What follows belongs to an exercise in optimizing a design on an open flow for small area, a short achievable clock period and few clock cycles per item; a production flow would make more cautious choices.
Function was checked by simulation only, so behaviour that the tests miss may differ from the original.
Power is estimated from default activity; no workload was simulated.

[flow/run.sh]
#!/bin/bash
# synth_recipe.tcl (not shown) runs the flow's synth.tcl, then flattens the netlist and writes it again
# the make line also repeats each setting of config.mk as NAME=value (left out here)
make -C /OpenROAD-flow-scripts/flow DESIGN_CONFIG=/design/flow/config.mk WORK_HOME=/design/flow/orfs CLKGATE_MAP_FILE= SYNTH_SCRIPT=/design/flow/synth_recipe.tcl finish
[flow/config.mk]
export PLATFORM = sky130hd
export DESIGN_NAME = rdec
export DESIGN_NICKNAME = rdec
export VERILOG_FILES = /design/flow/design.v
export SDC_FILE = /design/flow/constraint.sdc
export NUM_CORES = 4
export LEC_CHECK = 0
export CAP_MARGIN = 20
export CORE_MARGIN = 2
export CORE_UTILIZATION = 40
export SETUP_SLACK_MARGIN = 5
export SLEW_MARGIN = 20
[flow/constraint.sdc]
create_clock -name core_clock -period 10.0 [get_ports {clk}]
set_input_delay 2.0000 -clock core_clock [delete_from_list [all_inputs] [get_ports {clk}]]
set_output_delay 2.0000 -clock core_clock [all_outputs]
set_load 0.01 [all_outputs]
[flow/design.v]
`default_nettype none
module rdec (
    input  wire        clk,
    input  wire        rst,           
    input  wire        cfg_valid,
    output wire        cfg_ready,
    input  wire [3:0]  cfg_nch,       
    input  wire [12:0] cfg_slots,     
    input  wire [15:0] cfg_order,     
    input  wire [23:0] cfg_weight,    
    input  wire [39:0] cfg_k0,        
    input  wire [23:0] cfg_map,       
    input  wire        in_valid,
    output wire        in_ready,
    input  wire [31:0] in_data,
    input  wire        in_last,       
    output wire        out_valid,
    input  wire        out_ready,
    output wire [23:0] out_value,
    output wire        out_last       
);
    integer i, j;
    reg [2:0]  nchm1;
    reg [11:0] slotsm1;
    reg [1:0]  order  [0:7];
    reg [2:0]  weight [0:7];
    reg [2:0]  mapc   [0:7];
    reg [32:0]        acc  [0:7];     
    reg [4:0]         kp   [0:7];     
    reg [7:0]         pend;           
    reg [5:0]         ncnt;           
    reg [23:0]        x1   [0:7];     
    reg [23:0]        x2   [0:7];     
    reg [26:0]        err  [0:6];     
    reg        fe_act;                
    reg        cfg_rdy;
    reg        ftag;                  
    reg [2:0]  cf;                    
    reg [11:0] tf;                    
    reg [31:0] wb [0:3];
    reg [1:0]  widx;                  
    reg [4:0]  boff;                  
    reg [2:0]  nv;                    
    reg        lastin;                
    reg [1:0]  lastw;                 
    reg        in_rdy;
    reg        xv, xesc, xlast, xlp, xtag;
    reg [4:0]  xq, xk;
    reg [6:0]  xe;                    
    reg [2:0]  xc, xn, xw;
    reg [1:0]  xj;
    reg        rv, rlast, rlp, rtag;
    reg [26:0] ru;
    reg [32:0] ra;                    
    reg [26:0] re;                    
    reg [23:0] rpt;
    reg [2:0]  rc, rw;
    reg         a2v;
    reg  [2:0]  a2c;
    reg  [23:0] a2kc;
    reg  [4:0]  a2k;
    reg        ov, olast, sv, slast;
    reg [23:0] oval, sval;
    wire adv = ~sv;                   
    assign cfg_ready = cfg_rdy;
    assign in_ready  = in_rdy;
    assign out_valid = ov;
    assign out_value = oval;
    assign out_last  = olast;
    wire [1:0]  w1 = widx + 2'd1;
    wire [31:0] cw = wb[widx];
    wire [31:0] nw = wb[w1];
    reg  [31:0] ge;                   
    reg  [31:0] n1, n0, pr;
    always @(*) begin
        for (i = 0; i < 32; i = i + 1) begin
            ge[i] = (i >= boff);
            n1[i] = ~cw[31-i] & ge[i];    
            n0[i] = ~nw[31-i];
            pr[i] = nw[31-i] | ge[i];
        end
    end
    function [4:0] pe32(input [31:0] v);
        reg [15:0] a1; reg [15:0] i1;
        reg [7:0]  a2; reg [15:0] i2;
        reg [3:0]  a3; reg [11:0] i3;
        reg [1:0]  a4; reg [7:0]  i4;
        integer m;
        begin
            for (m = 0; m < 16; m = m + 1) begin
                a1[m] = v[2*m] | v[2*m+1];
                i1[m] = ~v[2*m];
            end
            for (m = 0; m < 8; m = m + 1) begin
                a2[m] = a1[2*m] | a1[2*m+1];
                i2[2*m +: 2] = a1[2*m] ? {1'b0, i1[2*m]} : {1'b1, i1[2*m+1]};
            end
            for (m = 0; m < 4; m = m + 1) begin
                a3[m] = a2[2*m] | a2[2*m+1];
                i3[3*m +: 3] = a2[2*m] ? {1'b0, i2[4*m +: 2]} : {1'b1, i2[4*m+2 +: 2]};
            end
            for (m = 0; m < 2; m = m + 1) begin
                a4[m] = a3[2*m] | a3[2*m+1];
                i4[4*m +: 4] = a3[2*m] ? {1'b0, i3[6*m +: 3]} : {1'b1, i3[6*m+3 +: 3]};
            end
            pe32 = a4[0] ? {1'b0, i4[3:0]} : {1'b1, i4[7:4]};
        end
    endfunction
    wire       h1    = |n1;
    wire       esc   = ~h1 & (&pr);
    wire [4:0] z1    = pe32(n1);
    wire [4:0] z0    = pe32(n0);
    wire [4:0] kd    = (a2v && a2c == cf) ? a2k : kp[cf];
    wire [5:0] kd1   = {1'b0, kd} + 6'd1;
    wire [5:0] s1    = {1'b0, z1} + kd1;
    wire [5:0] s0    = {1'b0, z0} + kd1;
    wire [4:0] be    = boff + 5'd27;
    wire [4:0] boffn = esc ? be : h1 ? s1[4:0] : s0[4:0];
    wire [1:0] wadvd = esc ? ((boff >= 5'd5) ? 2'd2 : 2'd1) :
                       h1  ? {1'b0, s1[5]} : (s0[5] ? 2'd2 : 2'd1);
    wire [4:0] qd    = (h1 ? z1 : z0) - boff;
    wire [1:0] wslot = widx + nv[1:0];
    wire [1:0] wnext = widx + wadvd;
    wire [6:0] eaddr = {wnext, boffn};
    wire lastc  = (cf == nchm1);
    wire lastt  = (tf == slotsm1);
    wire lastcode = lastc & lastt;
    wire dec = fe_act & adv & (nv[2] | (nv[1] & nv[0]) | lastin) & ~pend[cf];
    wire [1:0] ordd = order[cf];
    wire [1:0] jd   = (tf == 12'd0) ? 2'd0 :
                      (tf == 12'd1 && ordd == 2'd2) ? 2'd1 : ordd;
    wire [2:0] mapd = mapc[cf];
    wire [2:0] nd   = cf - mapd;
    wire [2:0] wd   = (mapd == 3'd0) ? 3'd0 : weight[cf];
    wire cfg_fire = cfg_valid & cfg_rdy;
    wire in_fire  = in_valid & in_rdy;
    wire [1:0] wadv   = dec ? wadvd : 2'd0;
    wire [2:0] nv_pre = nv + {2'b00, in_fire};
    wire [2:0] nv_n   = (cfg_fire | rst | (dec & lastcode)) ? 3'd0 : nv_pre - {1'b0, wadv};
    wire       fe_act_n = ~rst & (cfg_fire | (fe_act & ~(dec & lastcode)));
    wire       lastin_n = ~rst & ~cfg_fire & (lastin | (in_fire & in_last));
    wire [1:0]  xwi  = xe[6:5];
    wire [1:0]  xwm1 = xe[6:5] - 2'd1;
    wire [63:0] px  = {wb[xwm1], wb[xwi]};
    wire [62:0] pxs = px[63:1] >> (~xe[4:0]);
    wire [26:0] raw = pxs[26:0];
    wire [26:0] lowmask = ~(27'h7ffffff << xk);
    wire [26:0] qk  = {22'd0, xq} << xk;
    wire [26:0] ux  = xesc ? raw : (qk | (raw & lowmask));
    wire [23:0] x1x = x1[xc];
    wire [23:0] x2x = x2[xc];
    wire [23:0] ptx = (xj == 2'd0) ? 24'd0 :
                      (xj == 2'd1) ? x1x : ((x1x << 1) - x2x);
    wire [33:0] asum = {1'b0, ra} + {7'd0, ru};
    wire        half = (ncnt == 6'd63);
    wire [32:0] anew = half ? asum[33:1] : asum[32:0];
    wire [5:0]  nn   = half ? 6'd32 : ncnt + 6'd1;
    reg  [23:0] kc;
    reg  [32:0] hi;                   
    reg  [32:0] lo;                   
    always @(*) begin
        hi[32] = anew[32];
        for (i = 31; i >= 0; i = i - 1) hi[i] = hi[i+1] | anew[i];
        lo[0] = 1'b0;
        for (i = 1; i < 33; i = i + 1) lo[i] = lo[i-1] | anew[i-1];
        for (i = 0; i < 24; i = i + 1)
            kc[i] = ((i + 6 <= 32) ? hi[i+6] : 1'b0) |
                    ({anew[i +: 6], lo[i]} > {nn, 1'b0});
    end
    reg  [24:0] kb;                   
    always @(*) begin
        kb[0] = ~a2kc[0];
        for (i = 1; i < 24; i = i + 1) kb[i] = a2kc[i-1] & ~a2kc[i];
        kb[24] = a2kc[23];
        a2k = 5'd0;
        for (i = 0; i < 25; i = i + 1)
            if (kb[i]) a2k = a2k | i[4:0];
    end
    wire awr = rv & adv & (rtag == ftag);
    function [61:0] csa(input [30:0] a, input [30:0] b, input [30:0] c);
        csa = {a ^ b ^ c, ((a & b) | (a & c) | (b & c)) << 1};
    endfunction
    wire [30:0] e31 = {{4{re[26]}}, re};
    wire [30:0] ca  = (rw == 3'd1) ? e31 :
                      (rw == 3'd2 || rw == 3'd3) ? {e31[29:0], 1'b0} :
                      (rw == 3'd4) ? {e31[28:0], 2'b00} : 31'd0;
    wire [30:0] cb  = (rw == 3'd3) ? e31 : 31'd0;
    wire [26:0] rr  = {27{ru[0]}} ^ {1'b0, ru[26:1]};
    wire [30:0] r4  = {{2{rr[26]}}, rr, 2'b00};
    wire [61:0] cs1 = csa(ca, cb, r4);
    wire [30:0] esum = cs1[61:31] + cs1[30:0];
    wire [26:0] errn = esum[28:2];
    wire [61:0] cs2 = csa(cs1[61:31], cs1[30:0], {5'd0, rpt, 2'b00});
    wire [30:0] xsum = cs2[61:31] + cs2[30:0];
    wire [23:0] xn_  = xsum[25:2];
    wire push = rv & adv;
    wire pop  = ov & out_ready;
    wire sv_n = ~rst & (pop ? 1'b0 : (sv | (push & ov)));
    wire xv_n = adv ? dec : xv;
    wire [26:0] erd  = (xn == 3'd7) ? 27'd0 : err[xn];
    wire [26:0] ebyp = (rv && rc == xn) ? errn : erd;
    always @(posedge clk) begin
        if (push) begin
            x2[rc] <= x1[rc];
            x1[rc] <= xn_;
            if (rc != 3'd7) err[rc] <= errn;
        end
        if (awr) begin
            acc[rc] <= anew;
            if (rlp) ncnt <= nn;
        end
        a2v  <= awr & ~cfg_fire;
        a2c  <= rc;
        a2kc <= kc;
        if (a2v) kp[a2c] <= a2k;
        if (awr) pend[rc] <= 1'b0;
        if (dec) pend[cf] <= 1'b1;
        if (in_rdy) wb[wslot] <= in_data;
        if (in_fire && in_last) lastw <= wslot;
        if (adv) begin
            xv    <= dec;
            xesc  <= esc;
            xq    <= qd;
            xk    <= kd;
            xe    <= eaddr;
            xc    <= cf;
            xn    <= nd;
            xw    <= wd;
            xj    <= jd;
            xlast <= lastcode;
            xlp   <= lastc;
            xtag  <= ftag;
            rv    <= xv;
            ru    <= ux;
            ra    <= acc[xc];
            re    <= ebyp;
            rpt   <= ptx;
            rc    <= xc;
            rw    <= xw;
            rlast <= xlast;
            rlp   <= xlp;
            rtag  <= xtag;
        end
        if (dec) begin
            if (lastcode) begin
                widx <= lastw + 2'd1;
                boff <= 5'd0;
            end else begin
                widx <= wnext;
                boff <= boffn;
            end
            if (lastc) begin
                cf <= 3'd0;
                tf <= tf + 12'd1;
            end else begin
                cf <= cf + 3'd1;
            end
        end
        nv      <= nv_n;
        lastin  <= lastin_n;
        fe_act  <= fe_act_n;
        cfg_rdy <= ~fe_act_n;
        in_rdy  <= fe_act_n & ~lastin_n & ~(nv_pre[2] & (wadv == 2'd0)) & ~(xv_n & sv_n);
        ftag    <= ftag ^ cfg_fire;
        sv <= sv_n;
        if (pop) begin
            if (sv) begin
                oval  <= sval;
                olast <= slast;
            end else if (push) begin
                oval  <= xn_;
                olast <= rlast;
            end else begin
                ov <= 1'b0;
            end
        end else if (push) begin
            if (!ov) begin
                ov    <= 1'b1;
                oval  <= xn_;
                olast <= rlast;
            end else begin
                sval  <= xn_;
                slast <= rlast;
            end
        end
        if (cfg_rdy) begin
            nchm1   <= cfg_nch[2:0] - 3'd1;
            slotsm1 <= cfg_slots[11:0] - 12'd1;
            for (i = 0; i < 8; i = i + 1) begin
                order[i]  <= cfg_order[2*i +: 2];
                weight[i] <= cfg_weight[3*i +: 3];
                mapc[i]   <= cfg_map[3*i +: 3];
                acc[i]    <= 33'd1 << cfg_k0[5*i +: 5];
                kp[i]     <= cfg_k0[5*i +: 5];
            end
            pend  <= 8'd0;
            ncnt  <= 6'd1;
            cf    <= 3'd0;
            tf    <= 12'd0;
        end
        if (rst) begin
            widx    <= 2'd0;
            boff    <= 5'd0;
            xv      <= 1'b0;
            rv      <= 1'b0;
            a2v     <= 1'b0;
            ov      <= 1'b0;
            olast   <= 1'b0;
            ftag    <= 1'b0;
        end
    end
endmodule
`default_nettype wire
==> results of run 1 <==
-- per-stage QoR --
| stage | util | setup WS, ns | instances | power [mW] |
|---|---|---|---|---|
| 4_1_cts | 0.4632 | 4.978 | 8428 | 25.60 |
| 3_5_place_dp | 0.4309 | 3.893 | 8094 | 19.70 |
| 5_1_grt | 0.4692 | 4.824 | 8491 | 27.45 |
| 6_report | 0.4692 | 5.012 | 8491 | 26.04 |
| 2_1_floorplan | - | 4.782 | 5607 | 15.94 |
| 3_3_place_gp | 0.4308 | 3.973 | 8094 | 19.38 |
-- worst max-delay path, stage by stage, from the launching register on --
cell	delay, ns
edfxtp_1	0.43
buf_6	0.16
nor2_4	0.10
and2_4	0.18
buf_12	0.13
a21oi_2	0.06
fa_1	0.53
inv_2	0.05
fa_1	0.52
ha_4	0.21
a21o_1	0.20
a211oi_2	0.21
inv_1	0.07
a211o_1	0.31
nand4_1	0.15
a32oi_2	0.14
a41o_1	0.26
o41ai_4	0.29
o2111ai_2	0.24
xor2_4	0.22
mux2_4	0.28
-- kinds of logic (layout without fill, tap and decap cells) --
family | Yosys count | count (layout) | share of synthesized area
flops | 1380 | 1380 | 0.5468
other cells | 1 | 4 | 0.00005062
mux | 691 | 691 | 0.1595
xor+xnor | 196 | 196 | 0.02317
simple gates | 1265 | 1267 | 0.07812
buf+inv | 500 | 916 | 0.02641
compound gates | 1227 | 1227 | 0.1018
fa+ha+maj | 346 | 346 | 0.06424
-- worst max path at each step --
stage / start / endpoint / slack, ns
global route: rw[1] / oval[23] / 4.82
finish: rw[0] / oval[23] / 5.01
detailed placement: rw[1] / oval[21] / 3.89
CTS: rw[1] / oval[23] / 4.98
global placement: rw[1] / oval[21] / 3.97
floorplan: register / rpt[22] / 4.78
-- cell usage in the layout (no fill, tap or decap), types with 22 or more instances in the layout --
cell type	Yosys	routed
inv_1	229	219
nor3_1	59	45
and2_1	23	22
nand4_1	50	50
a21oi_1	257	240
and3_1	42	42
clkinv_2	0	24
clkbuf_16	0	160
o22ai_1	37	34
nor2_1	293	273
nor2b_1	38	33
dfxtp_1	93	73
nand2_1	539	532
o21ai_0	494	474
nand2b_1	35	35
o21a_1	27	27
mux4_2	378	378
mux2_2	135	134
clkinv_1	4	27
ha_1	286	278
a31oi_1	37	34
edfxtp_1	1287	1287
o21ai_1	9	23
clkdlybuf4s50_1	0	184
buf_4	4	178
o211ai_1	24	24
nand3_1	102	102
fa_1	58	56
xnor2_1	130	118
clkbuf_1	186	41
mux2i_1	178	173
xor2_1	66	57
a21o_1	81	81
a22oi_1	40	38
-- flip-flops by register name, indices dropped and copies added (netlist names), 33 cells and up, named ones only --
register and cells:
ra 33, err 189, x1 192, acc 264, kp 40, x2 192, wb 128
-- area by class of cell --
cell class | count | area share
Antenna cell | 2 | 0.00005814
Clock buffer | 200 | 0.04773
Clock inverter | 82 | 0.009723
Inverter | 233 | 0.01038
Multi-Input combinational cell | 3729 | 0.3786
Sequential cell | 1380 | 0.4712
Tap cell | 2464 | 0.03581
Timing Repair Buffer | 401 | 0.04649
-- routing by layer --
| layer | vias to the layer above | part of all wire |
|---|---|---|
| met1 | 25472 | 0.41 |
| met3 | 459 | 0.081 |
| met2 | 2295 | 0.46 |
| met4 | 2 | 0.045 |
| met5 | - | 0.000058 |
| li1 | 22294 | - |
-- report_power, final --
group | switching, mW | internal (mW) | leakage [nW]
logic | 7.48 | 4.11 | 15.0
clock network | 2.40 | 3.16 | 2.39
registers | 0.342 | 8.55 | 13.4
-- timing repair --
item | CTS | global route
pin swaps | 26 | 45
endpoints found under the setup margin | 229 | 174
cloned | 8 | 5
buffers inserted | 44 | 53
resized for setup | 100 | 105
==> results_dict.tcl, run 1 <==
set metrics [dict create \
    yosysWarningCount 4 \
    powerDensity_nw_per_um2 302.5 \
    rrSetupSlack_ns 5.01 \
    cts_tree "built" \
    fillCellCount 16161 \
    numClockSinks 1380 \
    drt-total-wl_mm 225.3 \
    drive_above_1_share 0.1940 \
    cts_max_path_buffers 3 \
    vias 50522 \
    die_h_um 434.4 \
    reg2reg_to "oval[23]" \
    avgRoutedWirePerCell_um 26.54 \
    drt-pass1-iter-count 6 \
    met3_usage 0.04610 \
    grt_antenna_before_repair 8 \
    holdWs_ns 0.4186 \
    slew_viol_final 0 \
    hold_end "rtag" \
    avgSynthCellArea_sq_um 13.22 \
    seq_area_sq_um 40560 \
    finalHoldViolations 0 \
    max_freq_mhz 200.5 \
    grt_use_met2 0.3721 \
    use_met1 0.3160 \
    tightest_slew_ns 1.135 \
    fin_setup_tns_ns 0 \
    syn2layout_area_growth_pct 16.20 \
    synthCells 5606 \
    whs_path_depth 0 \
    antenna_left 0 \
    place_hpwl_mm 150.8 \
    required_ns 10.55 \
    ctsHoldBuffers 0 \
    start_util 0.4038 \
    synthTopCellsByCount "edfxtp_1 (1287), nand2_1 (539), o21ai_0 (494)" \
    core_sq_um 183500 \
    fin_skew_ns 0.05843 \
    synth-edff-count 1287 \
    drc 0 \
    synth_top_cell_area_share 0.5216 \
    period_minus_slack_ns 4.988 \
    leakage_nw 30.72 \
    gr-total-overflow 0 \
    setup_violations 0 \
    portBuffers 184 \
    htreeDepth 4 \
    routabilityCongestion 0.9550 \
    synthArstFlopShare 0 \
    nets 6403 \
    period_share 0.4988 \
    path_class "reg -> reg" \
    yosysMostFrequentCell "edfxtp_1" \
    grt_pass1_vias 49904 \
    cts_root_buffer "clkbuf_16" \
    synthFlopType "edfxtp_1" \
    ys_ff_latch 1380 \
    vdd_ir_drop_max_mv 0.2554 \
    synth.distinct_cells 101 \
    multi_input_area_sq_um 32600 \
    synth.area.top_cells "edfxtp_1 (52%), mux4_2 (11%), ha_1 (4.8%)" \
    hp-start "xtag" \
    core.rowCount 157 \
    min_path_type "reg -> reg" \
    clk_latency_ns 0.81 \
    die_width_um 434.4 \
    startpoint_type "register" \
    grt_pass1_wl_mm 327.7 \
    synth_top_area_cell "edfxtp_1" \
    r2r_start "rw[0]" \
    status "complete, no violations" \
    numCtsBuffers 155 \
    r2r_cells 20 \
    cap_violations 0 \
    ys_seq_area_frac 0.5468 \
    vias_per_cell 5.950 \
    rsz0062_at_grt "true" \
    netlist_area_sq_um 74090 \
    grt_max_degree 96 \
    placed_cell_area_sq_um 79050 \
    path_max_fanout 6 \
    slew_headroom 0.2378 \
    top_usage_layer "met2" \
    arrival_ns 5.54 \
    track_usage 0.2347 \
    clk_pin_slew_ns 0.06 \
    final_area_sq_um 86090 \
    die_area_sq_um 188700 \
    endpoint_kind "register" \
    io_pins 187 \
    drt_iter0_drc 5463 \
]
Testbench counts, summed over its fixed seeds: cycles 101,636, items 72,418.
==> run 2, diff against run 1 <==
--- a/flow/design.v
+++ b/flow/design.v
@@ -49,16 +49,16 @@
     reg [6:0]  xe;                    
     reg [2:0]  xc, xn, xw;
     reg [1:0]  xj;
-    reg        rv, rlast, rlp, rtag;
+    reg        rv, rlast;
     reg [26:0] ru;
-    reg [32:0] ra;                    
     reg [26:0] re;                    
     reg [23:0] rpt;
     reg [2:0]  rc, rw;
     reg         a2v;
     reg  [2:0]  a2c;
-    reg  [23:0] a2kc;
-    reg  [4:0]  a2k;
+    reg  [32:0] a2a;
+    reg  [5:0]  a2n;
+    reg  [4:0]  a2k, a2k1;
     reg        ov, olast, sv, slast;
     reg [23:0] oval, sval;
     wire adv = ~sv;                   
@@ -110,8 +110,9 @@
     wire       esc   = ~h1 & (&pr);
     wire [4:0] z1    = pe32(n1);
     wire [4:0] z0    = pe32(n0);
-    wire [4:0] kd    = (a2v && a2c == cf) ? a2k : kp[cf];
-    wire [5:0] kd1   = {1'b0, kd} + 6'd1;
+    wire       kbyp  = a2v && (a2c == cf);
+    wire [4:0] kd    = kbyp ? a2k : kp[cf];
+    wire [5:0] kd1   = kbyp ? {1'b0, a2k1} : ({1'b0, kp[cf]} + 6'd1);
     wire [5:0] s1    = {1'b0, z1} + kd1;
     wire [5:0] s0    = {1'b0, z0} + kd1;
     wire [4:0] be    = boff + 5'd27;
@@ -151,32 +152,50 @@
     wire [23:0] x2x = x2[xc];
     wire [23:0] ptx = (xj == 2'd0) ? 24'd0 :
                       (xj == 2'd1) ? x1x : ((x1x << 1) - x2x);
-    wire [33:0] asum = {1'b0, ra} + {7'd0, ru};
+    wire [32:0] aold = acc[xc];
+    wire [33:0] asum = add33(aold, {6'd0, ux});
+    function [33:0] add33(input [32:0] a, input [32:0] b);
+        reg [32:0] g, p, p0;
+        integer d, m;
+        begin
+            g  = a & b;
+            p  = a ^ b;
+            p0 = p;
+            for (d = 1; d < 33; d = d * 2)
+                for (m = 32; m >= d; m = m - 1) begin
+                    g[m] = g[m] | (p[m] & g[m-d]);
+                    p[m] = p[m] & p[m-d];
+                end
+            add33 = {g[32], p0 ^ {g[31:0], 1'b0}};
+        end
+    endfunction
     wire        half = (ncnt == 6'd63);
     wire [32:0] anew = half ? asum[33:1] : asum[32:0];
     wire [5:0]  nn   = half ? 6'd32 : ncnt + 6'd1;
+    wire        awr  = xv & adv & (xtag == ftag);
     reg  [23:0] kc;
     reg  [32:0] hi;                   
     reg  [32:0] lo;                   
+    reg  [24:0] kb;                   
     always @(*) begin
-        hi[32] = anew[32];
-        for (i = 31; i >= 0; i = i - 1) hi[i] = hi[i+1] | anew[i];
+        hi[32] = a2a[32];
+        for (i = 31; i >= 0; i = i - 1) hi[i] = hi[i+1] | a2a[i];
         lo[0] = 1'b0;
-        for (i = 1; i < 33; i = i + 1) lo[i] = lo[i-1] | anew[i-1];
+        for (i = 1; i < 33; i = i + 1) lo[i] = lo[i-1] | a2a[i-1];
         for (i = 0; i < 24; i = i + 1)
             kc[i] = ((i + 6 <= 32) ? hi[i+6] : 1'b0) |
-                    ({anew[i +: 6], lo[i]} > {nn, 1'b0});
-    end
-    reg  [24:0] kb;                   
-    always @(*) begin
-        kb[0] = ~a2kc[0];
-        for (i = 1; i < 24; i = i + 1) kb[i] = a2kc[i-1] & ~a2kc[i];
-        kb[24] = a2kc[23];
-        a2k = 5'd0;
+                    ({a2a[i +: 6], lo[i]} > {a2n, 1'b0});
+        kb[0] = ~kc[0];
+        for (i = 1; i < 24; i = i + 1) kb[i] = kc[i-1] & ~kc[i];
+        kb[24] = kc[23];
+        a2k  = 5'd0;
+        a2k1 = 5'd0;
         for (i = 0; i < 25; i = i + 1)
-            if (kb[i]) a2k = a2k | i[4:0];
+            if (kb[i]) begin
+                a2k  = a2k  | i[4:0];
+                a2k1 = a2k1 | (i + 1);
+            end
     end
-    wire awr = rv & adv & (rtag == ftag);
     function [61:0] csa(input [30:0] a, input [30:0] b, input [30:0] c);
         csa = {a ^ b ^ c, ((a & b) | (a & c) | (b & c)) << 1};
     endfunction
@@ -206,14 +225,15 @@
             if (rc != 3'd7) err[rc] <= errn;
         end
         if (awr) begin
-            acc[rc] <= anew;
-            if (rlp) ncnt <= nn;
+            acc[xc] <= anew;
+            if (xlp) ncnt <= nn;
         end
         a2v  <= awr & ~cfg_fire;
-        a2c  <= rc;
-        a2kc <= kc;
+        a2c  <= xc;
+        a2a  <= anew;
+        a2n  <= nn;
         if (a2v) kp[a2c] <= a2k;
-        if (awr) pend[rc] <= 1'b0;
+        if (awr) pend[xc] <= 1'b0;
         if (dec) pend[cf] <= 1'b1;
         if (in_rdy) wb[wslot] <= in_data;
         if (in_fire && in_last) lastw <= wslot;
@@ -232,14 +252,11 @@
             xtag  <= ftag;
             rv    <= xv;
             ru    <= ux;
-            ra    <= acc[xc];
             re    <= ebyp;
             rpt   <= ptx;
             rc    <= xc;
             rw    <= xw;
             rlast <= xlast;
-            rlp   <= xlp;
-            rtag  <= xtag;
         end
         if (dec) begin
             if (lastcode) begin
==> run 2 against run 1 <==
Sequential cell count shrank 20. Cell count up 1.7%. Critical path depth grew 6. Total power rose by 4.2%. Clock skew rose by 0.0083 ns. Register-to-register slack got worse by 0.55 ns. First-iteration DRC count fell by 3.3%. Synthesized cell count rose by 0.84%. Largest cell class unchanged.
==> results_dict.tcl, run 2 <==
set metrics [dict create \
    die_width_um 433.5 \
    fin_skew_ns 0.06671 \
    drive_above_1_share 0.2575 \
    numClockSinks 1360 \
    start_util 0.4030 \
    final_core_util 0.4863 \
    grt_pass1_wl_mm 324.8 \
    ys_ff_latch 1360 \
    synthCells 5653 \
    cts_root_buffer "clkbuf_16" \
    htreeDepth 4 \
    ctsHoldBuffers 0 \
    synth_top_area_cell "edfxtp_1" \
    gr-total-overflow 0 \
    routabilityCongestion 0.9495 \
    synthArstFlopShare 0 \
    avgSynthCellArea_sq_um 13.05 \
    arrival_ns 6.11 \
    rsz0062_at_grt "true" \
    slew_headroom 0.1884 \
    synth_top_cell_area_share 0.5096 \
    path_class "reg -> reg" \
    grt_pass1_vias 50664 \
    startpoint_type "register" \
    numCtsBuffers 150 \
    antenna_left 0 \
    drt-total-wl_mm 221.5 \
    required_ns 10.57 \
    yosysMostFrequentCell "edfxtp_1" \
    synth.area.top_cells "edfxtp_1 (51%), mux4_2 (11%), ha_1 (4.8%)" \
    ys_seq_area_frac 0.5389 \
    final_common_cell "edfxtp_1" \
    setup_slack_ns 4.462 \
    portBuffers 184 \
    powerDensity_nw_per_um2 304.6 \
    yosysWarningCount 4 \
    avgRoutedWirePerCell_um 25.66 \
    cap_violations 0 \
    track_usage 0.2317 \
    grt_max_degree 81 \
    dp_worst_setup_slack_ns 2.654 \
    core.rowCount 157 \
    status "complete, no violations" \
    vias_per_cell 5.968 \
    final_cell_mix "edfxtp_1 (1252), nand2_1 (494), mux4_2 (360), nor2_1 (282), ha_1 (253)" \
    period_share 0.5538 \
    drt_iter0_drc 5283 \
    synth.distinct_cells 91 \
    max_freq_mhz 180.6 \
    cts_tree "built" \
    drt-pass1-iter-count 8 \
    drc 0 \
    syn2layout_area_growth_pct 20.69 \
    slew_viol_final 0 \
    place_hpwl_mm 145.6 \
    vias 51525 \
    vdd_ir_drop_max_mv 0.2370 \
    r2r_cells 26 \
    regMostFlops "acc" \
    period_minus_slack_ns 5.538 \
    die_h_um 433.5 \
    whs_path_depth 0 \
    netlist_area_sq_um 73770 \
    synth-edff-count 1252 \
    fin_setup_tns_ns 0 \
    setup_violations 0 \
    leakage_nw 31.53 \
    core_sq_um 183100 \
    path_max_fanout 8 \
    synthFlopType "edfxtp_1" \
    clk_pin_slew_ns 0.06 \
    tightest_slew_ns 1.213 \
    die_area_sq_um 187900 \
    clk_latency_ns 0.85 \
    endpoint_kind "register" \
    nets 6545 \
    cts_max_path_buffers 3 \
    reg.largest.list "acc: 264 flops, x1: 192 flops, x2: 192 flops" \
    finalHoldViolations 0 \
    synthTopCellsByCount "edfxtp_1 (1252), nand2_1 (526), o21ai_0 (476)" \
    min_path_type "reg -> reg" \
    grt_antenna_before_repair 3 \
    largest_register_ff_count 264 \
    io_pins 187 \
]
[run 2: metal layers]
metal,vias to the layer above,GRT usage,share of wire
met4,2,0.1011,0.046
met2,2433,0.3646,0.46
met3,478,0.04881,0.087
li1,22781,-,-
met1,25831,0.3100,0.40
met5,-,0,0.000059
[run 2: cells by family (layout without fill, tap and decap cells)]
group | after synthesis | count (layout) | synth area share
xor gates and xnor gates | 186 | 186 | 0.02208
and+or+nand+nor | 1309 | 1309 | 0.08130
adders and majority gates | 343 | 343 | 0.06407
buffers and inverters | 498 | 1012 | 0.02686
muxes | 689 | 689 | 0.1612
DFF | 1360 | 1360 | 0.5389
other | 1 | 3 | 0.00005083
AOI/OAI and AO/OA | 1267 | 1267 | 0.1055
[run 2: area by class of cell]
cell class	count	area (sq um)
well taps	2464	3083
clock buffers	185	3885
fillers	15826	94040
repair buffers	500	5084
diodes	1	2.502
multi-input cells	3796	35300
inverters	233	890.9
clock inverters	92	978.4
flip-flops and latches	1360	39810
repair inverters	2	12.51
[run 2: final timing paths]
path | from | endpoint | slack [ns]
worst max register to register | register | acc[0][26] | 4.46
worst min-delay path | xw[1] | rw[1] | 0.42
worst max-delay path | register | acc[0][26] | 4.46
worst min register to register | xw[1] | rw[1] | 0.42
[run 2: timing repair]
| item | in CTS | in global routing |
|---|---|---|
| pin swaps | 115 | 90 |
| setup endpoints to repair | 474 | 412 |
| cloned | 12 | 3 |
| resized for setup | 590 | 346 |
| setup buffers | 158 | 56 |
[run 2: critical path, cell delays in order (launching register included)]
cell and delay, ns:
dfxtp_4 0.42, buf_12 0.14, buf_12 0.10, buf_16 0.11
mux4_2 0.60, mux2i_2 0.23, nand2_1 0.12, a31oi_2 0.22
mux2_4 0.20, o21ai_4 0.07, o21ai_2 0.10, o21ai_4 0.14
ha_4 0.20, fa_2 0.39, a21o_1 0.21, a21oi_2 0.16
o21a_1 0.20, o211ai_1 0.11, buf_4 0.18, a211oi_2 0.18
buf_4 0.18, nor4_4 0.05, nor3_2 0.18, nand2b_4 0.20
o32ai_4 0.10, buf_12 0.18, or3_1 0.34
[run 2: report_power, final]
part / internal [mW] / switching, mW
combinational: 5.04 / 7.61
sequential: 8.56 / 0.437
clock: 3.11 / 2.36
[run 2: metrics by stage]
stage / instance area, sq um / total power [mW] / hold slack, ns / std cells
2_1_floorplan: 74000 / 15.34 / 0.3635 / 5654
3_3_place_gp: 78590 / 18.41 / 0.4045 / 8126
3_5_place_dp: 78600 / 18.66 / 0.4118 / 8126
4_1_cts: 87380 / 26.04 / 0.4251 / 8573
5_1_grt: 89040 / 28.46 / 0.4309 / 8633
6_report: 89040 / 27.13 / 0.4234 / 8633
Testbench counts of run 2, summed over its fixed seeds: cycles 84,953, items 72,418.
==> run 3, diff against run 2 <==
--- a/flow/design.v
+++ b/flow/design.v
@@ -44,7 +44,7 @@
     reg        lastin;                
     reg [1:0]  lastw;                 
     reg        in_rdy;
-    reg        xv, xesc, xlast, xlp, xtag;
+    reg        xv, xesc, xlast, xlp, xtag, xt0;
     reg [4:0]  xq, xk;
     reg [6:0]  xe;                    
     reg [2:0]  xc, xn, xw;
@@ -126,7 +126,7 @@
     wire lastc  = (cf == nchm1);
     wire lastt  = (tf == slotsm1);
     wire lastcode = lastc & lastt;
-    wire dec = fe_act & adv & (nv[2] | (nv[1] & nv[0]) | lastin) & ~pend[cf];
+    wire dec = fe_act & adv & (nv[2] | (nv[1] & nv[0]) | (nv[1] & (boff <= 5'd5)) | lastin) & ~pend[cf];
     wire [1:0] ordd = order[cf];
     wire [1:0] jd   = (tf == 12'd0) ? 2'd0 :
                       (tf == 12'd1 && ordd == 2'd2) ? 2'd1 : ordd;
@@ -137,9 +137,9 @@
     wire in_fire  = in_valid & in_rdy;
     wire [1:0] wadv   = dec ? wadvd : 2'd0;
     wire [2:0] nv_pre = nv + {2'b00, in_fire};
-    wire [2:0] nv_n   = (cfg_fire | rst | (dec & lastcode)) ? 3'd0 : nv_pre - {1'b0, wadv};
+    wire [2:0] nv_n   = (rst | (dec & lastcode)) ? 3'd0 : nv_pre - {1'b0, wadv};
     wire       fe_act_n = ~rst & (cfg_fire | (fe_act & ~(dec & lastcode)));
-    wire       lastin_n = ~rst & ~cfg_fire & (lastin | (in_fire & in_last));
+    wire       lastin_n = ~rst & ((~cfg_fire & lastin) | (in_fire & in_last));
     wire [1:0]  xwi  = xe[6:5];
     wire [1:0]  xwm1 = xe[6:5] - 2'd1;
     wire [63:0] px  = {wb[xwm1], wb[xwi]};
@@ -152,7 +152,7 @@
     wire [23:0] x2x = x2[xc];
     wire [23:0] ptx = (xj == 2'd0) ? 24'd0 :
                       (xj == 2'd1) ? x1x : ((x1x << 1) - x2x);
-    wire [32:0] aold = acc[xc];
+    wire [32:0] aold = xt0 ? (33'd1 << xk) : acc[xc];    
     wire [33:0] asum = add33(aold, {6'd0, ux});
     function [33:0] add33(input [32:0] a, input [32:0] b);
         reg [32:0] g, p, p0;
@@ -250,6 +250,7 @@
             xlast <= lastcode;
             xlp   <= lastc;
             xtag  <= ftag;
+            xt0   <= (tf == 12'd0);
             rv    <= xv;
             ru    <= ux;
             re    <= ebyp;
@@ -277,7 +278,8 @@
         lastin  <= lastin_n;
         fe_act  <= fe_act_n;
         cfg_rdy <= ~fe_act_n;
-        in_rdy  <= fe_act_n & ~lastin_n & ~(nv_pre[2] & (wadv == 2'd0)) & ~(xv_n & sv_n);
+        in_rdy  <= ~rst & ~(xv_n & sv_n) &
+                   (fe_act_n ? (~lastin_n & ~(nv_pre[2] & (wadv == 2'd0))) : cfg_valid);
         ftag    <= ftag ^ cfg_fire;
         sv <= sv_n;
         if (pop) begin
@@ -307,7 +309,6 @@
                 order[i]  <= cfg_order[2*i +: 2];
                 weight[i] <= cfg_weight[3*i +: 3];
                 mapc[i]   <= cfg_map[3*i +: 3];
-                acc[i]    <= 33'd1 << cfg_k0[5*i +: 5];
                 kp[i]     <= cfg_k0[5*i +: 5];
             end
             pend  <= 8'd0;
--- a/flow/config.mk
+++ b/flow/config.mk
@@ -5,6 +5,7 @@
 export SDC_FILE = /design/flow/constraint.sdc
 export NUM_CORES = 4
 export LEC_CHECK = 0
+export ABC_AREA = 1
 export CAP_MARGIN = 20
 export CORE_MARGIN = 2
 export CORE_UTILIZATION = 40
==> run 3 against run 2 <==
Critical path depth decreased by 3. Sequential share of layout area increased by 1.1 points. Non-clock buffer count decreased by 17. Combinational power about the same. Count of clock-buffer cells in the layout increased by 11. Core utilization decreased by 0.54 points. Largest cell class unchanged.
==> results_dict.tcl, run 3 <==
set metrics [dict create \
    core_sq_um 180700 \
    grt_pass1_wl_mm 338.8 \
    synth.area.top_cells "edfxtp_1 (52%), o21ai_0 (6.4%), nand2_1 (6.4%)" \
    ctsHoldBuffers 0 \
    endpoint_kind "register" \
    drt-pass1-iter-count 6 \
    largest_register_ff_count 264 \
    synthCells 7494 \
    track_usage 0.2391 \
    path_max_fanout 7 \
    tightest_slew_ns 1.173 \
    synth_top_area_cell "edfxtp_1" \
    whs_path_depth 0 \
    synthTopCellsByCount "edfxtp_1 (1253), nand2_1 (1234), o21ai_0 (938)" \
    cts_root_buffer "clkbuf_16" \
    dp_worst_setup_slack_ns 2.728 \
    grt_antenna_before_repair 3 \
    period_minus_slack_ns 5.126 \
    fin_cells 10260 \
    vias 58590 \
    vdd_ir_drop_max_mv 0.3382 \
    vias_per_cell 5.711 \
    drt-total-wl_mm 234.2 \
    regMostFlops "acc" \
    ys_ff_latch 1361 \
    max_freq_mhz 195.1 \
    arrival_ns 5.67 \
    placed_cell_area_sq_um 77050 \
    grt_max_degree 174 \
    avgSynthCellArea_sq_um 9.712 \
    setup_violations 0 \
    die_area_sq_um 185400 \
    die_h_um 430.6 \
    reg.largest.list "acc: 264 flops, x1: 192 flops, x2: 192 flops" \
    numCtsBuffers 149 \
    powerDensity_nw_per_um2 309.8 \
    r2r_cells 23 \
    slew_viol_final 0 \
    die_width_um 430.6 \
    portBuffers 184 \
    slew_headroom 0.2153 \
    avgRoutedWirePerCell_um 22.83 \
    cts_tree "built" \
    rrSetupSlack_ns 4.87 \
    netlist_area_sq_um 72780 \
    status "complete, no violations" \
    cp.buffers_inverters 7 \
    report.power.total_mw 26.93 \
    drc 0 \
    routabilityCongestion 0.9593 \
    min_path_type "reg -> reg" \
    yosysWarningCount 4 \
    final_cell_mix "edfxtp_1 (1253), nand2_1 (1168), o21ai_0 (802), nor2_1 (617), inv_1 (612)" \
    path_delay_family "compound AO/OA/AOI/OAI gates" \
    dp.cells 9769 \
    finalHoldViolations 0 \
    synth.distinct_cells 82 \
    synthArstFlopShare 0 \
    synth_top_cell_area_share 0.5169 \
    place_hpwl_mm 147.2 \
    path_depth 23 \
    crit_chain "buf_6, inv_4, nor3_4, inv_4, o22ai_4, a21oi_4, fa_1, inv_2, fa_1, inv_2, fa_2, o21ai_4, a21oi_2, o21ai_2, a21boi_2, o21ai_2, a21boi_4, o21bai_4, a21boi_4, o21ai_4, xor2_4, buf_12, clkbuf_16" \
    numClockSinks 1361 \
    leakage_nw 32.74 \
    rsz0062_at_grt "true" \
    max_stage_delay_ns 0.60 \
    cts_max_path_buffers 3 \
    htreeDepth 4 \
    required_ns 10.55 \
    drt_iter0_drc 5830 \
    final_area_sq_um 86940 \
    synthFlopType "edfxtp_1" \
    synth-edff-count 1253 \
    io_pins 187 \
    ys_seq_area_frac 0.5467 \
    cap_violations 0 \
    fin_setup_tns_ns 0 \
    start_util 0.4027 \
    clk_pin_slew_ns 0.06 \
    antenna_left 0 \
    drive_above_1_share 0.1401 \
    final_common_cell "edfxtp_1" \
    slowest_stage "fa_1" \
    yosysMostFrequentCell "edfxtp_1" \
    startpoint_type "register" \
    gr-total-overflow 0 \
    syn2layout_area_growth_pct 19.44 \
    path_class "reg -> reg" \
    nets 8267 \
    clk_latency_ns 0.81 \
    grt_pass1_vias 55355 \
    period_share 0.5126 \
    setup_slack_ns 4.874 \
    fin_skew_ns 0.03290 \
    core.rowCount 156 \
]
==> run 3: cell families (layout without fill, tap and decap cells) <==
group / after synthesis / in the layout / synth area share
simple gates: 2293 / 2301 / 0.1309
compound gates: 2261 / 2267 / 0.1783
flops: 1361 / 1361 / 0.5467
buf+inv: 1048 / 1428 / 0.05609
fa+ha+maj: 343 / 343 / 0.06495
xor+xnor: 161 / 161 / 0.01948
mux: 26 / 26 / 0.003576
other cells: 1 / 3 / 0.00005152
==> run 3: final timing paths <==
kind	endpoint	startpoint
worst max-delay path	sval[22]	rw[2]
worst min-delay path	rw[2]	xw[2]
worst max register to register	sval[22]	rw[2]
worst min register to register	rw[2]	xw[2]
==> run 3: repair_timing <==
item | in CTS | in global routing
hold endpoints to repair | 0 | 0
gates resized for setup | 313 | 472
setup endpoints to repair | 524 | 464
setup buffers | 73 | 105
gates cloned | 14 | 22
pin swaps | 59 | 174
==> run 3: per-layer routing <==
layer  wire (um)  part of all wire  track usage  vias to the layer above
met3       16270             0.069      0.03563                      468
met2      109700              0.47       0.3871                     2228
met5           0                 0            0                        -
li1            -                 -            -                    27305
met4        9560             0.041      0.09629                        0
met1       98680              0.42       0.3221                    28589
==> run 3: area by class of cell <==
cell class / instances / area [sq um]
clock inverter: 79 / 750.7
inverter: 667 / 2633
clock buffer: 196 / 4064
sequential: 1361 / 39850
fill: 16424 / 93810
multi-input combinational: 5100 / 31710
timing repair inverter: 3 / 36.28
timing repair buffer: 483 / 4932
tap: 2370 / 2965
antenna: 1 / 2.502
==> run 3: through the flow <==
step / utilization / hold WS [ns]
2_1_floorplan: - / 0.4003
5_1_grt: 0.4810 / 0.4303
3_3_place_gp: 0.4263 / 0.4079
3_5_place_dp: 0.4263 / 0.4097
6_report: 0.4810 / 0.4201
4_1_cts: 0.4632 / 0.4225
==> run 3: worst register-to-register path: cells and delay by family (launching register included) <==
family,cells,cell delay (ns)
AOI/OAI and AO/OA,11,1.64
adders and majority gates,3,1.54
buffers and inverters,7,0.75
DFF,1,0.57
and+or+nand+nor,1,0.26
xor gates and xnor gates,1,0.12
==> run 3: where the power goes <==
part	total (mW)	internal, mW	switching, mW
clock network	5.41	3.08	2.33
registers	9.03	8.58	0.447
logic	12.5	4.27	8.22
total	26.9	15.9	11.0
Testbench counts of run 3, summed over its fixed seeds: cycles 84,711, items 72,418.
==> run 4, diff against run 3 <==
--- a/flow/design.v
+++ b/flow/design.v
@@ -45,11 +45,16 @@
     reg [1:0]  lastw;                 
     reg        in_rdy;
     reg        xv, xesc, xlast, xlp, xtag, xt0;
+    reg        xspec;                 
+    reg [6:0]  xs;                    
+    reg [1:0]  xwadv;                 
     reg [4:0]  xq, xk;
     reg [6:0]  xe;                    
     reg [2:0]  xc, xn, xw;
     reg [1:0]  xj;
-    reg        rv, rlast;
+    reg        rv, rlast, rfwd;
+    reg [1:0]  rj;
+    reg [23:0] lx;                    
     reg [26:0] ru;
     reg [26:0] re;                    
     reg [23:0] rpt;
@@ -126,7 +131,9 @@
     wire lastc  = (cf == nchm1);
     wire lastt  = (tf == slotsm1);
     wire lastcode = lastc & lastt;
-    wire dec = fe_act & adv & (nv[2] | (nv[1] & nv[0]) | (nv[1] & (boff <= 5'd5)) | lastin) & ~pend[cf];
+    wire spec_ok = (nchm1 == 3'd0) & xv & ~lastcode;
+    wire dec = fe_act & adv & (nv[2] | (nv[1] & nv[0]) | (nv[1] & (boff <= 5'd5)) | lastin) &
+               (~pend[cf] | spec_ok);
     wire [1:0] ordd = order[cf];
     wire [1:0] jd   = (tf == 12'd0) ? 2'd0 :
                       (tf == 12'd1 && ordd == 2'd2) ? 2'd1 : ordd;
@@ -135,10 +142,18 @@
     wire [2:0] wd   = (mapd == 3'd0) ? 3'd0 : weight[cf];
     wire cfg_fire = cfg_valid & cfg_rdy;
     wire in_fire  = in_valid & in_rdy;
-    wire [1:0] wadv   = dec ? wadvd : 2'd0;
+    wire [4:0] ktrue  = (a2v && a2c == xc) ? a2k : kp[xc];
+    wire       squash = adv & xv & xspec & (ktrue != xk);
+    wire       decv   = dec & ~squash;
+    wire [1:0] wadv   = decv ? wadvd : 2'd0;
     wire [2:0] nv_pre = nv + {2'b00, in_fire};
-    wire [2:0] nv_n   = (rst | (dec & lastcode)) ? 3'd0 : nv_pre - {1'b0, wadv};
-    wire       fe_act_n = ~rst & (cfg_fire | (fe_act & ~(dec & lastcode)));
+    wire [2:0] nv_n   = (rst | (decv & lastcode)) ? 3'd0 :
+                        squash ? nv_pre + {1'b0, xwadv} : nv_pre - {1'b0, wadv};
+    wire [2:0] nv_px  = nv_pre + {1'b0, xwadv};
+    wire       room_n = squash ? ~nv_px[2] :
+                        (~adv & xv & xspec) ? ~nv_px[2] :
+                        (dec & ~pend[cf]) ? (~nv_pre[2] | (wadvd != 2'd0)) : ~nv_pre[2];
+    wire       fe_act_n = ~rst & (cfg_fire | (fe_act & ~(decv & lastcode)));
     wire       lastin_n = ~rst & ((~cfg_fire & lastin) | (in_fire & in_last));
     wire [1:0]  xwi  = xe[6:5];
     wire [1:0]  xwm1 = xe[6:5] - 2'd1;
@@ -172,16 +187,20 @@
     wire        half = (ncnt == 6'd63);
     wire [32:0] anew = half ? asum[33:1] : asum[32:0];
     wire [5:0]  nn   = half ? 6'd32 : ncnt + 6'd1;
-    wire        awr  = xv & adv & (xtag == ftag);
+    wire        awr  = xv & adv & (xtag == ftag) & ~squash;
     reg  [23:0] kc;
     reg  [32:0] hi;                   
     reg  [32:0] lo;                   
     reg  [24:0] kb;                   
     always @(*) begin
-        hi[32] = a2a[32];
-        for (i = 31; i >= 0; i = i - 1) hi[i] = hi[i+1] | a2a[i];
-        lo[0] = 1'b0;
-        for (i = 1; i < 33; i = i + 1) lo[i] = lo[i-1] | a2a[i-1];
+        hi = a2a;
+        for (j = 1; j < 33; j = j * 2)
+            for (i = 0; i < 33; i = i + 1)
+                if (i + j < 33) hi[i] = hi[i] | hi[i+j];
+        lo = {a2a[31:0], 1'b0};
+        for (j = 1; j < 33; j = j * 2)
+            for (i = 32; i >= 0; i = i - 1)
+                if (i - j >= 0) lo[i] = lo[i] | lo[i-j];
         for (i = 0; i < 24; i = i + 1)
             kc[i] = ((i + 6 <= 32) ? hi[i+6] : 1'b0) |
                     ({a2a[i +: 6], lo[i]} > {a2n, 1'b0});
@@ -200,26 +219,49 @@
         csa = {a ^ b ^ c, ((a & b) | (a & c) | (b & c)) << 1};
     endfunction
     wire [30:0] e31 = {{4{re[26]}}, re};
-    wire [30:0] ca  = (rw == 3'd1) ? e31 :
+    wire        fw2 = rfwd & (rj == 2'd2);
+    wire [30:0] p2  = {5'h1f, ~rpt, 2'b11};    
+    wire [30:0] ca  = fw2 ? p2 :
+                      (rw == 3'd1) ? e31 :
                       (rw == 3'd2 || rw == 3'd3) ? {e31[29:0], 1'b0} :
                       (rw == 3'd4) ? {e31[28:0], 2'b00} : 31'd0;
     wire [30:0] cb  = (rw == 3'd3) ? e31 : 31'd0;
     wire [26:0] rr  = {27{ru[0]}} ^ {1'b0, ru[26:1]};
     wire [30:0] r4  = {{2{rr[26]}}, rr, 2'b00};
     wire [61:0] cs1 = csa(ca, cb, r4);
-    wire [30:0] esum = cs1[61:31] + cs1[30:0];
+    wire [30:0] esum = add31(cs1[61:31], cs1[30:0], 1'b0);
     wire [26:0] errn = esum[28:2];
-    wire [61:0] cs2 = csa(cs1[61:31], cs1[30:0], {5'd0, rpt, 2'b00});
-    wire [30:0] xsum = cs2[61:31] + cs2[30:0];
+    wire [30:0] p1  = ~rfwd ? {5'd0, rpt, 2'b00} :
+                      (rj == 2'd2) ? {4'd0, lx, 3'b000} :
+                      (rj == 2'd1) ? {5'd0, lx, 2'b00} : 31'd0;
+    wire [61:0] cs2 = csa(cs1[61:31], cs1[30:0], p1);
+    wire [30:0] xsum = add31(cs2[61:31], cs2[30:0], fw2);
+    function [30:0] add31(input [30:0] a, input [30:0] b, input ci);
+        reg [30:0] g, p, p0;
+        integer d, m;
+        begin
+            g  = a & b;
+            p  = a ^ b;
+            p0 = p;
+            g[0] = g[0] | (p[0] & ci);
+            for (d = 1; d < 31; d = d * 2)
+                for (m = 30; m >= d; m = m - 1) begin
+                    g[m] = g[m] | (p[m] & g[m-d]);
+                    p[m] = p[m] & p[m-d];
+                end
+            add31 = p0 ^ {g[29:0], ci};
+        end
+    endfunction
     wire [23:0] xn_  = xsum[25:2];
     wire push = rv & adv;
     wire pop  = ov & out_ready;
     wire sv_n = ~rst & (pop ? 1'b0 : (sv | (push & ov)));
-    wire xv_n = adv ? dec : xv;
+    wire xv_n = adv ? decv : xv;
     wire [26:0] erd  = (xn == 3'd7) ? 27'd0 : err[xn];
     wire [26:0] ebyp = (rv && rc == xn) ? errn : erd;
     always @(posedge clk) begin
         if (push) begin
+            lx     <= xn_;
             x2[rc] <= x1[rc];
             x1[rc] <= xn_;
             if (rc != 3'd7) err[rc] <= errn;
@@ -234,11 +276,15 @@
         a2n  <= nn;
         if (a2v) kp[a2c] <= a2k;
         if (awr) pend[xc] <= 1'b0;
-        if (dec) pend[cf] <= 1'b1;
+        if (decv) pend[cf] <= 1'b1;
+        if (squash) pend[xc] <= 1'b0;
         if (in_rdy) wb[wslot] <= in_data;
         if (in_fire && in_last) lastw <= wslot;
         if (adv) begin
-            xv    <= dec;
+            xv    <= decv;
+            xspec <= pend[cf];
+            xs    <= {widx, boff};
+            xwadv <= wadvd;
             xesc  <= esc;
             xq    <= qd;
             xk    <= kd;
@@ -251,15 +297,21 @@
             xlp   <= lastc;
             xtag  <= ftag;
             xt0   <= (tf == 12'd0);
-            rv    <= xv;
+            rv    <= xv & ~squash;
             ru    <= ux;
             re    <= ebyp;
-            rpt   <= ptx;
+            rfwd  <= rv & (rc == xc);
+            rpt   <= (rv && rc == xc) ? x1x : ptx;
+            rj    <= xj;
             rc    <= xc;
             rw    <= xw;
             rlast <= xlast;
         end
-        if (dec) begin
+        if (squash) begin
+            widx <= xs[6:5];
+            boff <= xs[4:0];
+            tf   <= tf - 12'd1;
+        end else if (dec) begin
             if (lastcode) begin
                 widx <= lastw + 2'd1;
                 boff <= 5'd0;
@@ -279,7 +331,7 @@
         fe_act  <= fe_act_n;
         cfg_rdy <= ~fe_act_n;
         in_rdy  <= ~rst & ~(xv_n & sv_n) &
-                   (fe_act_n ? (~lastin_n & ~(nv_pre[2] & (wadv == 2'd0))) : cfg_valid);
+                   (fe_act_n ? (~lastin_n & room_n) : cfg_valid);
         ftag    <= ftag ^ cfg_fire;
         sv <= sv_n;
         if (pop) begin
--- a/flow/config.mk
+++ b/flow/config.mk
@@ -5,7 +5,6 @@
 export SDC_FILE = /design/flow/constraint.sdc
 export NUM_CORES = 4
 export LEC_CHECK = 0
-export ABC_AREA = 1
 export CAP_MARGIN = 20
 export CORE_MARGIN = 2
 export CORE_UTILIZATION = 40
==> run 4 against run 3 <==
Sequential cell count is 37 higher. Core utilization is 1.6 points higher. Worst hold slack worse by 0.011 ns. Combinational power hardly changed. Synthesized cell count is 28% lower. First-iteration DRC count is 17% lower. Sequential power hardly changed. Non-clock buffer count is 117 higher. Fmax is 12% lower. Register-to-register slack worse by 0.67 ns. Wire length is 8.3% lower. Critical endpoint is now acc[3][29].
==> results_dict.tcl, run 4 <==
set metrics [dict create \
    status "complete, no violations" \
    largest_register_ff_count 264 \
    vias 49638 \
    slew_viol_final 0 \
    final_cell_mix "edfxtp_1 (1290), nand2_1 (407), mux4_2 (384), inv_1 (250), ha_1 (250)" \
    clk_latency_ns 0.82 \
    synth.area.top_cells "edfxtp_1 (52%), mux4_2 (12%), ha_1 (4.9%)" \
    track_usage 0.2179 \
    antenna_cells 0 \
    fin_skew_ns 0.04825 \
    reg.largest.list "acc: 264 flops, x1: 192 flops, x2: 192 flops" \
    yosysWarningCount 4 \
    setup_violations 0 \
    period_share 0.5797 \
    dr.max_layer_used "met5" \
    vdd_ir_drop_max_mv 0.2567 \
    seq_area_sq_um 40970 \
    antenna_left 0 \
    arrival_ns 6.32 \
    drc 0 \
    regMostFlops "acc" \
    synthArstFlopShare 0 \
    grt_antenna_before_repair 5 \
    cap_violations 0 \
    max_freq_mhz 172.5 \
    fin_setup_tns_ns 0 \
    synth_top_cell_area_share 0.5234 \
    final_core_util 0.4969 \
    tightest_slew_ns 1.133 \
    synthCells 5420 \
    rsz0062_at_grt "true" \
    gr-total-overflow 0 \
    finalHoldViolations 0 \
    final_common_cell "edfxtp_1" \
    synth-edff-count 1290 \
    syn2layout_area_growth_pct 23.19 \
    path_max_fanout 7 \
    drive_above_1_share 0.2673 \
    synthTopCellsByCount "edfxtp_1 (1290), nand2_1 (420), mux4_2 (384)" \
    drt-total-wl_mm 214.8 \
    clk_pin_slew_ns 0.07 \
    ys_seq_area_frac 0.5526 \
    cts_max_path_buffers 3 \
    io_pins 187 \
    nets 6405 \
    die_width_um 434.2 \
    numClockSinks 1398 \
    portBuffers 184 \
    rrSetupSlack_ns 4.20 \
    slew_headroom 0.2386 \
    dr_wl_met3_mm 14.38 \
    die_h_um 434.2 \
    required_ns 10.53 \
    core_sq_um 183500 \
    start_util 0.4034 \
    yosysMostFrequentCell "edfxtp_1" \
    endpoint_kind "register" \
    avgSynthCellArea_sq_um 13.66 \
    netlist_area_sq_um 74010 \
    multi_input_area_sq_um 34110 \
    grt_pass1_vias 48681 \
    place_hpwl_mm 129.4 \
    synthFlopType "edfxtp_1" \
    cts_root_buffer "clkbuf_16" \
    ys_ff_latch 1398 \
    startpoint_type "register" \
    drt_iter0_drc 4813 \
    numCtsBuffers 153 \
    core.rowCount 157 \
    routabilityCongestion 0.9234 \
    grt_pass1_wl_mm 309.9 \
    drt-pass1-iter-count 6 \
    die_area_sq_um 188500 \
    path_class "reg -> reg" \
    grt_max_degree 87 \
    powerDensity_nw_per_um2 294.9 \
    vias_per_cell 5.846 \
    htreeDepth 4 \
    leakage_nw 31.81 \
    period_minus_slack_ns 5.797 \
    cts_tree "built" \
    met1Wirelength_mm 88.82 \
    fillCellCount 15575 \
    synth.distinct_cells 90 \
    min_path_type "reg -> reg" \
    wl_met2_mm 104.1 \
    synth_top_area_cell "edfxtp_1" \
    avgRoutedWirePerCell_um 25.30 \
]
run 4: changes by cell type after synthesis, moves of 347 or more:
| cell | before | now |
|---|---|---|
| a21oi_1 | 634 | 287 |
| inv_1 | 639 | 260 |
| nand2_1 | 1234 | 420 |
| nor2_1 | 658 | 247 |
| mux4_2 | 0 | 384 |
| o21ai_0 | 938 | 267 |
run 4: worst max-delay path: stages, from the launching register on:
cell,delay [ns]
edfxtp_1,0.37
buf_12,0.13
buf_12,0.14
mux4_2,0.58
buf_6,0.16
mux2i_4,0.18
nand2_1,0.10
o21ai_2,0.11
mux2i_2,0.11
o21ai_2,0.22
o21ai_2,0.11
o21ai_1,0.09
nand2_1,0.11
ha_2,0.20
fa_2,0.34
a21o_1,0.18
a21oi_2,0.19
o21ai_2,0.09
a211o_1,0.34
a2111oi_4,0.42
o31ai_4,0.11
a211oi_2,0.26
nor2b_2,0.09
o21ai_4,0.25
nor2b_1,0.13
o21bai_4,0.12
o31a_1,0.24
o21bai_2,0.11
run 4: per-stage QoR:
step	cells	setup WS, ns	area [sq um]	total power, mW	hold WS (ns)
after global placement	7877	3.249	79260	17.70	0.4050
final	8491	4.203	91180	26.88	0.4088
after CTS	8355	4.325	88260	25.63	0.4047
after floorplan	5420	4.299	74790	14.74	0.3894
after global routing	8491	4.058	91180	28.15	0.3970
after detailed placement	7877	3.356	79280	17.88	0.4075
run 4: layout make-up:
cell class                      instances  area share
Sequential cell                      1398      0.4494
Multi-Input combinational cell       3483      0.3741
Timing Repair inverter                  2   0.0001372
Clock inverter                         90     0.01025
Timing Repair Buffer                  600     0.07664
Inverter                              261     0.01092
Clock buffer                          193     0.04476
Tap cell                             2464     0.03381
run 4: routing by layer:
metal,vias to the layer above,track usage
met1,25085,0.2952
met3,392,0.03530
met5,-,0
met2,1994,0.3575
met4,6,0.07092
li1,22161,-
run 4: logic make-up (layout without fill, tap and decap cells):
logic type	count (synthesis)	after routing	share of synthesized area
AOI/OAI and AO/OA	1047	1055	0.09034
buffers and inverters	550	1146	0.02830
xor gates and xnor gates	201	201	0.02379
DFF	1398	1398	0.5526
muxes	748	751	0.1681
adders and majority gates	349	349	0.06481
and+or+nand+nor	1127	1127	0.07202
run 4: path summary, 6_finish.rpt:
kind / startpoint / to / cells past startpoint
setup reg to reg: xe[6] / acc[3][29] / 27
hold / removal: xw[1] / rw[1] / 0
setup / recovery: xe[6] / acc[3][29] / 27
hold reg to reg: xw[1] / rw[1] / 0
run 4: where the power goes:
group	total, mW	internal [mW]	switching (mW)
logic	12.2	5.12	7.13
clock network	5.60	3.17	2.43
registers	9.04	8.62	0.420
run 4: what timing repair did:
item                                    CTS  global route
endpoints found under the hold margin     0             0
endpoints found under the setup margin  957           959
cloned                                   33            34
resized for setup                       416           265
pin swaps                               114           149
hold buffers                              0             0
setup buffers                           162           101
Testbench counts of run 4, summed over its fixed seeds: cycles 74,283, items 72,418.
==> run 5, diff against run 4 <==
--- a/flow/config.mk
+++ b/flow/config.mk
@@ -5,6 +5,7 @@
 export SDC_FILE = /design/flow/constraint.sdc
 export NUM_CORES = 4
 export LEC_CHECK = 0
+export ABC_AREA = 1
 export CAP_MARGIN = 20
 export CORE_MARGIN = 2
 export CORE_UTILIZATION = 40
==> run 5 against run 4 <==
Combinational power up 7%. Critical endpoint is now acc[3][30]. Critical path type unchanged. Global-route usage is 3.8 points higher. Core utilization shrank 1.8 points. Die area increased by 3.0%. Clock skew decreased by 0.0042 ns. Via count up 27%. Wire length up 21%. Critical path depth is the same. First-iteration DRC count is 27% higher. Sequential cell count did not move. Area after synthesis increased by 3.0%.
==> results_dict.tcl, run 5 <==
set metrics [dict create \
    synth-edff-count 1290 \
    tightest_slew_ns 1.058 \
    vias_per_cell 5.705 \
    fin_setup_tns_ns 0 \
    cap_violations 0 \
    period_minus_slack_ns 5.076 \
    setup_violations 0 \
    required_ns 10.55 \
    report.power.total_mw 28.30 \
    core.rowCount 160 \
    synthCells 8118 \
    numClockSinks 1398 \
    die_area_sq_um 194100 \
    ys_seq_area_frac 0.5365 \
    status "complete, no violations" \
    min_path_type "reg -> reg" \
    placed_cell_area_sq_um 80780 \
    clk_pin_slew_ns 0.06 \
    yosysWarningCount 4 \
    slew_viol_final 0 \
    nets 8888 \
    core_sq_um 189800 \
    avgSynthCellArea_sq_um 9.391 \
    die_width_um 440.6 \
    largest_register_ff_count 264 \
    reg.largest.list "acc: 264 flops, x1: 192 flops, x2: 192 flops" \
    final_area_sq_um 90920 \
    fin_skew_ns 0.04409 \
    rsz0062_at_grt "true" \
    endpoint_kind "register" \
    ctsHoldBuffers 0 \
    routabilityCongestion 0.9495 \
    antenna_left 0 \
    startpoint_type "register" \
    drt-pass1-iter-count 7 \
    clk_latency_ns 0.82 \
    regMostFlops "acc" \
    final_common_cell "nand2_1" \
    synth_top_area_cell "edfxtp_1" \
    path_max_fanout 5 \
    vdd_ir_drop_max_mv 0.3227 \
    synth.distinct_cells 68 \
    grt_antenna_before_repair 1 \
    path_class "reg -> reg" \
    vias 62873 \
    track_usage 0.2555 \
    drc 0 \
    drive_above_1_share 0.1281 \
    grt_max_degree 99 \
    rrSetupSlack_ns 4.92 \
    grt_pass1_vias 59482 \
    io_pins 187 \
    fillCellCount 17607 \
    powerDensity_nw_per_um2 311.3 \
    place_hpwl_mm 168.7 \
    arrival_ns 5.63 \
    drt-total-wl_mm 259.2 \
    yosysMostFrequentCell "nand2_1" \
    numCtsBuffers 152 \
    leakage_nw 34.44 \
    cts_root_buffer "clkbuf_16" \
    cts_max_path_buffers 3 \
    netlist_area_sq_um 76240 \
    start_util 0.4017 \
    slew_headroom 0.2894 \
    period_share 0.5076 \
    final_cell_mix "nand2_1 (1461), edfxtp_1 (1290), o21ai_0 (954), nor2_1 (704), inv_1 (622)" \
    gr-total-overflow 0 \
    final_core_util 0.4791 \
    ys_ff_latch 1398 \
    die_h_um 440.6 \
    drt_iter0_drc 6090 \
    avgRoutedWirePerCell_um 23.52 \
    max_freq_mhz 197.0 \
    synth.area.top_cells "edfxtp_1 (51%), nand2_1 (7.4%), o21ai_0 (7.3%)" \
    syn2layout_area_growth_pct 19.25 \
    portBuffers 184 \
    synth_top_cell_area_share 0.5081 \
    synthTopCellsByCount "nand2_1 (1511), edfxtp_1 (1290), o21ai_0 (1107)" \
    grt_pass1_wl_mm 375.7 \
    cts_tree "built" \
    synthArstFlopShare 0 \
    synthFlopType "edfxtp_1" \
    htreeDepth 4 \
    finalHoldViolations 0 \
    holdWs_ns 0.4186 \
]
-- run 5: cell count changes after synthesis, moves of 96 or more --
| cell | delta |
|---|---|
| nand2_1 | +1091 |
| o21ai_0 | +840 |
| nor2_1 | +496 |
| inv_1 | +393 |
| mux4_2 | -384 |
| a21oi_1 | +332 |
| mux2i_1 | -201 |
| nand3_1 | +179 |
| mux2_2 | -122 |
| o221ai_1 | +96 |
-- run 5: path summary, 6_finish.rpt --
kind,startpoint,endpoint,cells after the start
worst max-delay path,xe[5],acc[3][30],27
worst min register to register,xw[1],rw[1],0
worst max register to register,xe[5],acc[3][30],27
worst min-delay path,xw[1],rw[1],0
-- run 5: repair_timing --
item / in CTS / in global routing
endpoints found under the setup margin: 635 / 740
gates cloned: 13 / 20
resized for setup: 380 / 436
pin swaps: 51 / 116
buffers inserted: 79 / 86
endpoints found under the hold margin: 0 / 0
-- run 5: power by group --
group          total [mW]  switching, mW  internal [mW]
clock network        5.82           2.42           3.40
registers            9.38          0.475           8.91
logic                13.1           8.89           4.20
-- run 5: through the flow --
stage | instances | setup WS, ns
global placement | 10541 | 2.662
CTS | 10913 | 4.908
finish | 11020 | 4.924
global route | 11020 | 4.744
floorplan | 8118 | 4.413
detailed placement | 10541 | 2.633
-- run 5: final cells by class --
| type | instances | area, sq um | area share |
|---|---|---|---|
| well taps | 2511 | 3142 | 0.03456 |
| clock buffers | 196 | 4093 | 0.04502 |
| inverters | 692 | 2721 | 0.02993 |
| flip-flops and latches | 1398 | 40980 | 0.4507 |
| repair buffers | 500 | 5263 | 0.05788 |
| repair inverters | 5 | 28.78 | 0.0003165 |
| diodes | 1 | 2.502 | 0.00002752 |
| clock inverters | 84 | 1114 | 0.01225 |
| multi-input cells | 5633 | 33570 | 0.3693 |
-- run 5: cells by family after synthesis --
| kind of cell | synth area share |
|---|---|
| and+or+nand+nor | 0.1435 |
| adders and majority gates | 0.06266 |
| AOI/OAI and AO/OA | 0.1750 |
| xor gates and xnor gates | 0.02079 |
| DFF | 0.5365 |
| buffers and inverters | 0.05619 |
| muxes | 0.005383 |
-- run 5: routing by layer --
layer / wire [um] / up-vias / track usage
met5: 0 / - / 0
met3: 16300 / 604 / 0.03239
met4: 12860 / 0 / 0.1125
met2: 125300 / 2483 / 0.4309
li1: - / 29259 / -
met1: 104800 / 30527 / 0.3289
-- run 5: worst max-delay path: stages, from the launching register on --
cell	delay, ns
edfxtp_1	0.45
inv_2	0.06
nor2_2	0.12
buf_6	0.12
clkinvlp_4	0.11
buf_12	0.16
nand2_8	0.10
clkinv_8	0.08
buf_12	0.14
a22oi_1	0.13
o21ai_0	0.26
mux2i_1	0.35
mux2i_1	0.16
nand2_1	0.10
nand3_1	0.10
o211ai_1	0.19
o221ai_1	0.26
a21oi_2	0.19
buf_4	0.17
ha_1	0.29
a21oi_1	0.13
o21a_1	0.19
a21boi_4	0.15
o21bai_4	0.24
nand3_2	0.13
xnor2_2	0.19
nand2_2	0.15
nand2_4	0.08

## re-timing with driven ports
The results above use ideal ports. As a check the final layouts listed here were re-extracted and re-timed, cells and wires unchanged.
Step 1: set_driving_cell puts a clkbuf_16 on clk and a buf_2 on each other input, an assumption about the parent block.
Step 2 moves the port delays by t, midway between the first and last clock arrival at a register: inputs arrive t later, outputs are due t later. That takes back most of the time a late clock gives input paths.
a / b / c = no drivers / after step 1 / after step 2; a / b = the first two.
run | shift t [ns] | setup slack, ns | worst data-port slew with drivers (ns)
run 1 | 0.867 | 5.012 / 5.012 / 5.012 | 0.23
run 2 | 0.901 | 4.462 / 4.462 / 4.462 | 0.14
run 3 | 0.883 | 4.874 / 4.874 / 4.874 | 0.17
run 4 | 0.885 | 4.203 / 4.203 / 4.203 | 0.10
run 5 | 0.897 | 4.924 / 4.924 / 4.924 | 0.09
After both steps setup and hold are still met in every run listed.
